Background: an optimization exercise with open tools, aiming at small area, a short achievable clock period and few clock cycles per item. Do not read the settings as production practice. Function was checked by simulation only, so behaviour that the tests miss may differ from the original.

## design.v

```verilog
module thoken_dec (
    input  wire        clk,
    input  wire        rst,
    input  wire        start_valid,
    output wire        start_ready,
    input  wire [1:0]  start_bpp,      
    input  wire [15:0] start_bytes,    
    input  wire        in_valid,
    output wire        in_ready,
    input  wire [7:0]  in_data,
    output reg         px_valid,
    output reg  [3:0]  px_data,
    output reg         done,
    output reg         ok
);
    localparam S_IDLE  = 4'd0,
               S_OP    = 4'd1,
               S_XREF  = 4'd2,
               S_VAL   = 4'd3,
               S_ZCNT  = 4'd4,
               S_LEN   = 4'd5,
               S_RUN   = 4'd6,
               S_ROW   = 4'd7,
               S_LIT   = 4'd8,
               S_PAD   = 4'd9,
               S_DRAIN = 4'd10,
               S_DONE  = 4'd11;
    reg [3:0]  state;
    reg [3:0]  bpp;           
    reg [15:0] nbytes;        
    reg [15:0] taken;         
    reg [7:0]  bbuf;          
    reg [3:0]  bcnt;          
    reg [8:0]  x;             
    reg [7:0]  y;             
    reg        first_row;
    reg        row_copy;      
    reg        xref;
    reg [3:0]  fld;           
    reg [3:0]  fcnt;          
    reg [3:0]  val;           
    reg [3:0]  z;             
    reg [9:0]  len;           
    reg        good;          
    reg [3:0]  up_buf [0:255];
    wire [3:0] up = first_row ? 4'd0 : up_buf[255];
    wire need_bit = (state == S_OP) || (state == S_XREF) || (state == S_VAL) ||
                    (state == S_ZCNT) || (state == S_LEN) || (state == S_LIT);
    wire have_bit = (bcnt != 4'd0);
    wire bit_in   = bbuf[0];
    wire more     = (taken != nbytes);
    assign start_ready = (state == S_IDLE);
    assign in_ready    = ((need_bit && !have_bit) || state == S_DRAIN) && more;
    wire take_byte = in_valid && in_ready;
    wire use_bit   = need_bit && have_bit;
    wire overrun   = need_bit && !have_bit && !more;
    reg        emit;
    reg [3:0]  emit_val;
    wire [3:0] lit_val = (fld << 1) | {3'd0, bit_in};
    always @(*) begin
        emit = 1'b0;
        emit_val = 4'd0;
        case (state)
            S_RUN: begin emit = 1'b1; emit_val = xref ? (val ^ up) : val; end
            S_ROW: begin emit = 1'b1; emit_val = row_copy ? up : 4'd0; end
            S_LIT: if (use_bit && fcnt == bpp - 4'd1) begin emit = 1'b1; emit_val = lit_val; end
            default: ;
        endcase
    end
    wire row_end = emit && (x == 9'd255);
    integer i;
    always @(posedge clk) begin
        if (emit) begin
            up_buf[0] <= emit_val;
            for (i = 1; i < 256; i = i + 1)
                up_buf[i] <= up_buf[i-1];
        end
    end
    always @(posedge clk) begin
        if (rst) begin
            state    <= S_IDLE;
            px_valid <= 1'b0;
            px_data  <= 4'd0;
            done     <= 1'b0;
            ok       <= 1'b0;
            bcnt     <= 4'd0;
            taken    <= 16'd0;
            nbytes   <= 16'd0;
        end else begin
            px_valid <= emit;
            if (emit)
                px_data <= emit_val;
            done <= 1'b0;
            if (take_byte) begin
                bbuf  <= in_data;
                bcnt  <= 4'd8;
                taken <= taken + 16'd1;
            end else if (use_bit) begin
                bbuf <= {1'b0, bbuf[7:1]};
                bcnt <= bcnt - 4'd1;
            end
            if (emit) begin
                x <= row_end ? 9'd0 : x + 9'd1;
                if (row_end) begin
                    y <= y + 8'd1;
                    first_row <= 1'b0;
                end
            end
            if (overrun) begin
                good  <= 1'b0;
                state <= S_DRAIN;
            end else begin
                case (state)
                    S_IDLE: if (start_valid) begin
                        bpp       <= (start_bpp == 2'd0) ? 4'd1 : (start_bpp == 2'd1) ? 4'd2 : 4'd4;
                        nbytes    <= start_bytes;
                        taken     <= 16'd0;
                        bcnt      <= 4'd0;
                        x         <= 9'd0;
                        y         <= 8'd0;
                        first_row <= 1'b1;
                        good      <= 1'b1;
                        fcnt      <= 4'd0;
                        state     <= S_OP;
                    end
                    S_OP: if (use_bit) begin
                        if (fcnt == 4'd0) begin
                            fld  <= {3'd0, bit_in};
                            fcnt <= 4'd1;
                        end else begin
                            fcnt <= 4'd0;
                            case ({fld[0], bit_in})
                                2'b00: begin row_copy <= 1'b0; state <= S_ROW; end
                                2'b01: begin row_copy <= 1'b1; state <= S_ROW; end
                                2'b10: state <= S_XREF;
                                2'b11: begin fld <= 4'd0; state <= S_LIT; end
                            endcase
                        end
                    end
                    S_XREF: if (use_bit) begin
                        xref  <= bit_in;
                        fld   <= 4'd0;
                        fcnt  <= 4'd0;
                        state <= S_VAL;
                    end
                    S_VAL: if (use_bit) begin
                        if (fcnt == bpp - 4'd1) begin
                            val   <= lit_val;
                            fcnt  <= 4'd0;
                            z     <= 4'd0;
                            state <= S_ZCNT;
                        end else begin
                            fld  <= lit_val;
                            fcnt <= fcnt + 4'd1;
                        end
                    end
                    S_ZCNT: if (use_bit) begin
                        if (!bit_in) begin
                            if (z == 4'd8) begin
                                good  <= 1'b0;
                                state <= S_DRAIN;
                            end else
                                z <= z + 4'd1;
                        end else if (z == 4'd0) begin
                            len   <= 10'd1;
                            state <= S_RUN;
                        end else begin
                            len   <= 10'd1;
                            fcnt  <= 4'd0;
                            state <= S_LEN;
                        end
                    end
                    S_LEN: if (use_bit) begin
                        if (fcnt == z - 4'd1) begin
                            if ({1'b0, x} + {len[8:0], bit_in} > 10'd256) begin
                                good  <= 1'b0;
                                state <= S_DRAIN;
                            end else begin
                                len   <= {len[8:0], bit_in};
                                state <= S_RUN;
                            end
                        end else begin
                            len  <= {len[8:0], bit_in};
                            fcnt <= fcnt + 4'd1;
                        end
                    end
                    S_RUN: begin
                        len <= len - 10'd1;
                        if (row_end) begin
                            fcnt  <= 4'd0;
                            state <= (y == 8'd255) ? S_PAD : S_OP;
                        end
                        else if (len == 10'd1) begin
                            fld   <= 4'd0;
                            fcnt  <= 4'd0;
                            state <= S_VAL;
                        end
                    end
                    S_ROW: if (row_end) begin
                        fcnt  <= 4'd0;
                        state <= (y == 8'd255) ? S_PAD : S_OP;
                    end
                    S_LIT: if (use_bit) begin
                        if (fcnt == bpp - 4'd1) begin
                            fld  <= 4'd0;
                            fcnt <= 4'd0;
                            if (row_end) state <= (y == 8'd255) ? S_PAD : S_OP;
                        end else begin
                            fld  <= lit_val;
                            fcnt <= fcnt + 4'd1;
                        end
                    end
                    S_PAD: begin
                        if (bbuf != 8'd0 || more) good <= 1'b0;
                        state <= S_DRAIN;
                    end
                    S_DRAIN: if (!more || (take_byte && taken == nbytes - 16'd1))
                        state <= S_DONE;
                    S_DONE: begin
                        done  <= 1'b1;
                        ok    <= good;
                        state <= S_IDLE;
                    end
                    default: state <= S_IDLE;
                endcase
            end
        end
    end
endmodule
```

## run.sh

```bash
#!/bin/bash
# synth_recipe.tcl (not shown) runs the flow's synth.tcl, then flattens the netlist and writes it again
# the make line also repeats each setting of config.mk as NAME=value (left out here)
make -C /OpenROAD-flow-scripts/flow DESIGN_CONFIG=/design/flow/config.mk WORK_HOME=/design/flow/orfs CLKGATE_MAP_FILE= SYNTH_SCRIPT=/design/flow/synth_recipe.tcl finish
```

## config.mk

```make
export PLATFORM = sky130hd
export DESIGN_NAME = thoken_dec
export DESIGN_NICKNAME = thoken_dec
export VERILOG_FILES = /design/flow/design.v
export SDC_FILE = /design/flow/constraint.sdc
export NUM_CORES = 4
export LEC_CHECK = 0
export CAP_MARGIN = 20
export CORE_MARGIN = 2
export CORE_UTILIZATION = 40
export SLEW_MARGIN = 20
```

## constraint.sdc

```tcl
create_clock -name core_clock -period 7.0 [get_ports {clk}]
set_input_delay 1.4000 -clock core_clock [delete_from_list [all_inputs] [get_ports {clk}]]
set_output_delay 1.4000 -clock core_clock [all_outputs]
set_load 0.01 [all_outputs]
```

==> run summary <==
[cells in the mapped netlist (4+ instances only)]
cell type	n
a2111oi_0	5
a211oi_1	5
a21o_1	7
a21oi_1	38
a22o_1	13
a22oi_1	5
a31oi_1	4
and2_1	10
and3_1	10
clkbuf_1	31
dfxtp_1	47
edfxtp_1	1081
ha_1	22
inv_1	30
mux2_2	7
mux2i_1	12
nand2_1	75
nand2b_1	7
nand3_1	16
nand3b_1	4
nand4_1	13
nor2_1	93
nor2b_1	12
nor3_1	22
nor4_1	12
nor4b_1	5
o211ai_1	13
o21a_1	6
o21ai_0	36
o22ai_1	9
or2_2	6
or3_1	9
xnor2_1	35
xor2_1	31
[cell usage in the layout, fill, tap and decap left out, types with 8 or more instances in the layout]
| cell type | n |
|---|---|
| nor2b_1 | 12 |
| or3_1 | 9 |
| nand4_1 | 13 |
| nor2_1 | 92 |
| and2_1 | 10 |
| bufinv_16 | 10 |
| nand3_1 | 16 |
| nand2_1 | 75 |
| xor2_1 | 31 |
| clkbuf_16 | 107 |
| edfxtp_1 | 1081 |
| nor4_1 | 12 |
| clkbuf_1 | 25 |
| buf_4 | 13 |
| mux2i_1 | 12 |
| ha_1 | 21 |
| inv_1 | 29 |
| clkinv_2 | 8 |
| o21ai_0 | 36 |
| a21oi_1 | 38 |
| and3_1 | 10 |
| o22ai_1 | 9 |
| xnor2_1 | 34 |
| a22o_1 | 13 |
| nor3_1 | 22 |
| o211ai_1 | 13 |
| clkdlybuf4s50_1 | 38 |
| clkinv_1 | 30 |
| dfxtp_1 | 47 |
[state kept, by name, summed over array words and instances (netlist names), 3 cells and up]
| name | cells |
|---|---|
| x | 9 |
| up_buf | 1024 |
| bbuf | 8 |
| z | 4 |
| y | 8 |
| bcnt | 4 |
| len | 10 |
| px_data | 4 |
| fld | 3 |
| bpp | 3 |
| nbytes | 16 |
| taken | 16 |
| fcnt | 4 |
| val | 4 |
| state | 4 |
[cell type report]
class | count | area (um2)
repair buffers | 57 | 581
fillers | 7711 | 50100
clock inverters | 59 | 623
inverters | 30 | 116
well taps | 1254 | 1570
clock buffers | 136 | 2830
multi-input cells | 591 | 3820
flip-flops and latches | 1128 | 33400
[through the flow]
| stage | cells | area [um2] |
|---|---|---|
| finish | 3255 | 42900 |
| global route | 3255 | 42900 |
| CTS | 3255 | 42900 |
| detailed placement | 3060 | 39500 |
| global placement | 3060 | 39500 |
| floorplan | 1785 | 37500 |
[critical path, stage by stage (launching register included)]
cell	delay, ns
dfxtp_1	0.85
o21ai_0	0.40
a21oi_2	0.48
a21boi_4	0.21
clkinvlp_4	0.66
buf_12	0.78
buf_4	0.64
[power groups by stage]
stage                     clock (mW)  combinational, mW  sequential (mW)
after floorplan                    0              0.885             8.04
after global routing            6.06               1.33             7.85
after global placement             0               1.18             7.96
final                           5.58               1.20             7.83
after CTS                       5.79               1.20             7.83
after detailed placement           0               1.20             7.96
[worst max path at each step]
stage / from / end / slack [ns] / cells after the start
global placement: state[0]$_SDFFE_PN0P_ / up_buf[234][1]$_DFFE_PN_ / 2.64 / 7
global route: state[0]$_SDFFE_PN0P_ / up_buf[239][0]$_DFFE_PN_ / 2.20 / 6
CTS: state[0]$_SDFFE_PN0P_ / up_buf[253][1]$_DFFE_PN_ / 2.54 / 7
finish: state[0]$_SDFFE_PN0P_ / up_buf[252][1]$_DFFE_PN_ / 2.54 / 6
detailed placement: state[0]$_SDFFE_PN0P_ / up_buf[231][1]$_DFFE_PN_ / 2.50 / 7
floorplan: bpp[0]$_SDFFCE_PN1P_ / up_buf[0][0]$_DFFE_PN_ / -10.21 / 7
[layer usage]
layer,share of wire (%),up-vias,track usage [%],wire (um)
li1,-,7246,-,-
met1,51,7918,17.5,28200
met2,41,291,15.6,22700
met3,4.4,119,2.51,2400
met4,3.0,0,4.66,1640
met5,0,-,0,0
[cell families after synthesis]
logic type | share of synthesized area, %
buffers and inverters | 0.695
AND/OR/NAND/NOR | 4.18
flip-flops | 89.2
adder cells (fa/ha/maj) | 0.788
multiplexers | 0.531
XOR/XNOR | 1.54
AO/OA/AOI/OAI | 3.11
==> impl_metrics.json <==
{
  "clock_power_share_pct": 38.2,
  "yosys.area.top_type": "edfxtp_1",
  "intPower_mw": 11.3,
  "detail_route.wl_per_cell_um": 16.9,
  "seq_power_share_pct": 53.6,
  "syn_area_um2": 37500,
  "synth_cells": 1785,
  "finalCritPeriodShare_pct": 63.7,
  "final_hold_viol_count": 0,
  "die_y_um": 310,
  "hpwl_um": 28500,
  "cts_buffers": 106,
  "power_density_nw_per_um2": 340,
  "synth_area_leaders": "edfxtp_1 (87%), dfxtp_1 (2.5%), nor2_1 (0.93%)",
  "start_kind": "flop",
  "grt_usage_pct": 11.4,
  "vias_per_cell": 4.78,
  "yosysSeqAreaShare_pct": 89.2,
  "p_comb_share_pct": 8.2,
  "worst_setup_path_end_kind": "flop",
  "p_leak_nw": 13.5,
  "critPathRequiredTime_ns": 7.30,
  "start_util_pct": 40.3,
  "fin_skew_ns": 0.0415,
  "rr_worst_depth": 6,
  "synth.distinct_cells": 72,
  "antenna_cells": 0,
  "drc": 0,
  "clock_path_buffers": 3,
  "setup_tns_ns": 0,
  "cts_hold_buffers": 0,
  "postCtsSetupRepairBufs": 0,
  "p_total_mw": 14.6,
  "syn2layout_area_growth_pct": 14.6,
  "period_needed_ns": 4.46,
  "grt_pass1_wl_um": 86400,
  "drt_iter0_drc": 1442,
  "utilization_pct": 46.1,
  "crit_fanout": 196,
  "htree_levels": 3,
  "die_width_um": 310,
  "wl_um": 55000,
  "grt_overflow_total": 0,
  "grt_pass1_vias": 15200,
  "coreArea_um2": 93000,
  "die_area_um2": 96100,
  "cts_tree": "done",
  "setup_slack_ns": 2.54,
  "min-delay-start": "up_buf[191][0]$_DFFE_PN_",
  "rsz0062_at_grt": "no",
  "synth_edf_count": 1081,
  "hp-class": "reg2reg",
  "finalSetupViolations": 0,
  "nets": 1967,
  "crit_type": "reg2reg",
  "drtPass1Iterations": 5,
  "worstReg2RegStart": "state[0]$_SDFFE_PN0P_",
  "fmax_ghz": 0.224,
  "worstMarginPinSlew_ns": 0.981,
  "ff2ff_setup_slack_ns": 2.54,
  "clockRootBuffer": "clkbuf_16",
  "antenna_left": 0,
  "ctsResizeCount": 0,
  "whs_endpoint": "up_buf[192][0]$_DFFE_PN_",
  "path_clk_slew_ns": 0.06,
  "ir_drop_mv": 0.198,
  "antenna_found_initial": 0,
  "cap_violations": 0,
  "drive_above_1_share_pct": 9.40,
  "synth_ff_type": "edfxtp_1",
  "ys_seq_elements": 1128,
  "dpl_worst_slack_ns": 2.50,
  "clock_latency_ns": 0.67,
  "swShare_pct": 22.5,
  "async_flop_share_pct": 0,
  "status": "complete, no violations",
  "clock-sinks": 1128,
  "p_switching_mw": 3.29,
  "syn_area_per_cell_um2": 21.0,
  "io_buffers": 38,
  "grt_max_degree": 197,
  "slew_viol_final": 0,
  "synth_top_area_share_pct": 86.6,
  "vias": 15600,
  "timing.hold.ws_ns": 0.400,
  "yosys_warnings": 2,
  "r2r-end": "up_buf[252][1]$_DFFE_PN_",
  "ios": 39,
  "syn_nets": 1838,
  "row_count": 112,
  "gp_congestion": 0.822,
  "hold_depth": 0,
  "slew_headroom_pct": 34.6,
  "critPathArrivalTime_ns": 4.76
}
Testbench counts, summed over its fixed seeds: cycles 1,856,522, items 1,179,648.

-- port drivers added, routing unchanged --
In the flow no input, the clock included, has a driving cell. The finished layout below was timed again as built, in two steps. Step 1 (the two cells are an assumption about what drives the block):
set clk [get_ports {clk}]
set_driving_cell -lib_cell sky130_fd_sc_hd__clkbuf_16 $clk
set_driving_cell -lib_cell sky130_fd_sc_hd__buf_2 [delete_from_list [all_inputs] $clk]
Step 2 times the ports against the registers' clock, not the clock port: input delays grow and output delays shrink by t, the midpoint of the rising clock arrivals with the driver on. Slacks: no drivers / after step 1 / after step 2; pairs: no drivers / after step 1.
t, ns: 0.711
setup slack, ns: 2.539 / 2.537 / 2.539
worst setup path after step 2: register to register
clock arrival spread, ns: 0.042 / 0.042
worst slew at a driven data input, ns: 0.04
After both steps this run still meets setup and hold. The setup slack of this run moves by -0.002 ns with the drivers and by 0.000 ns with both steps.
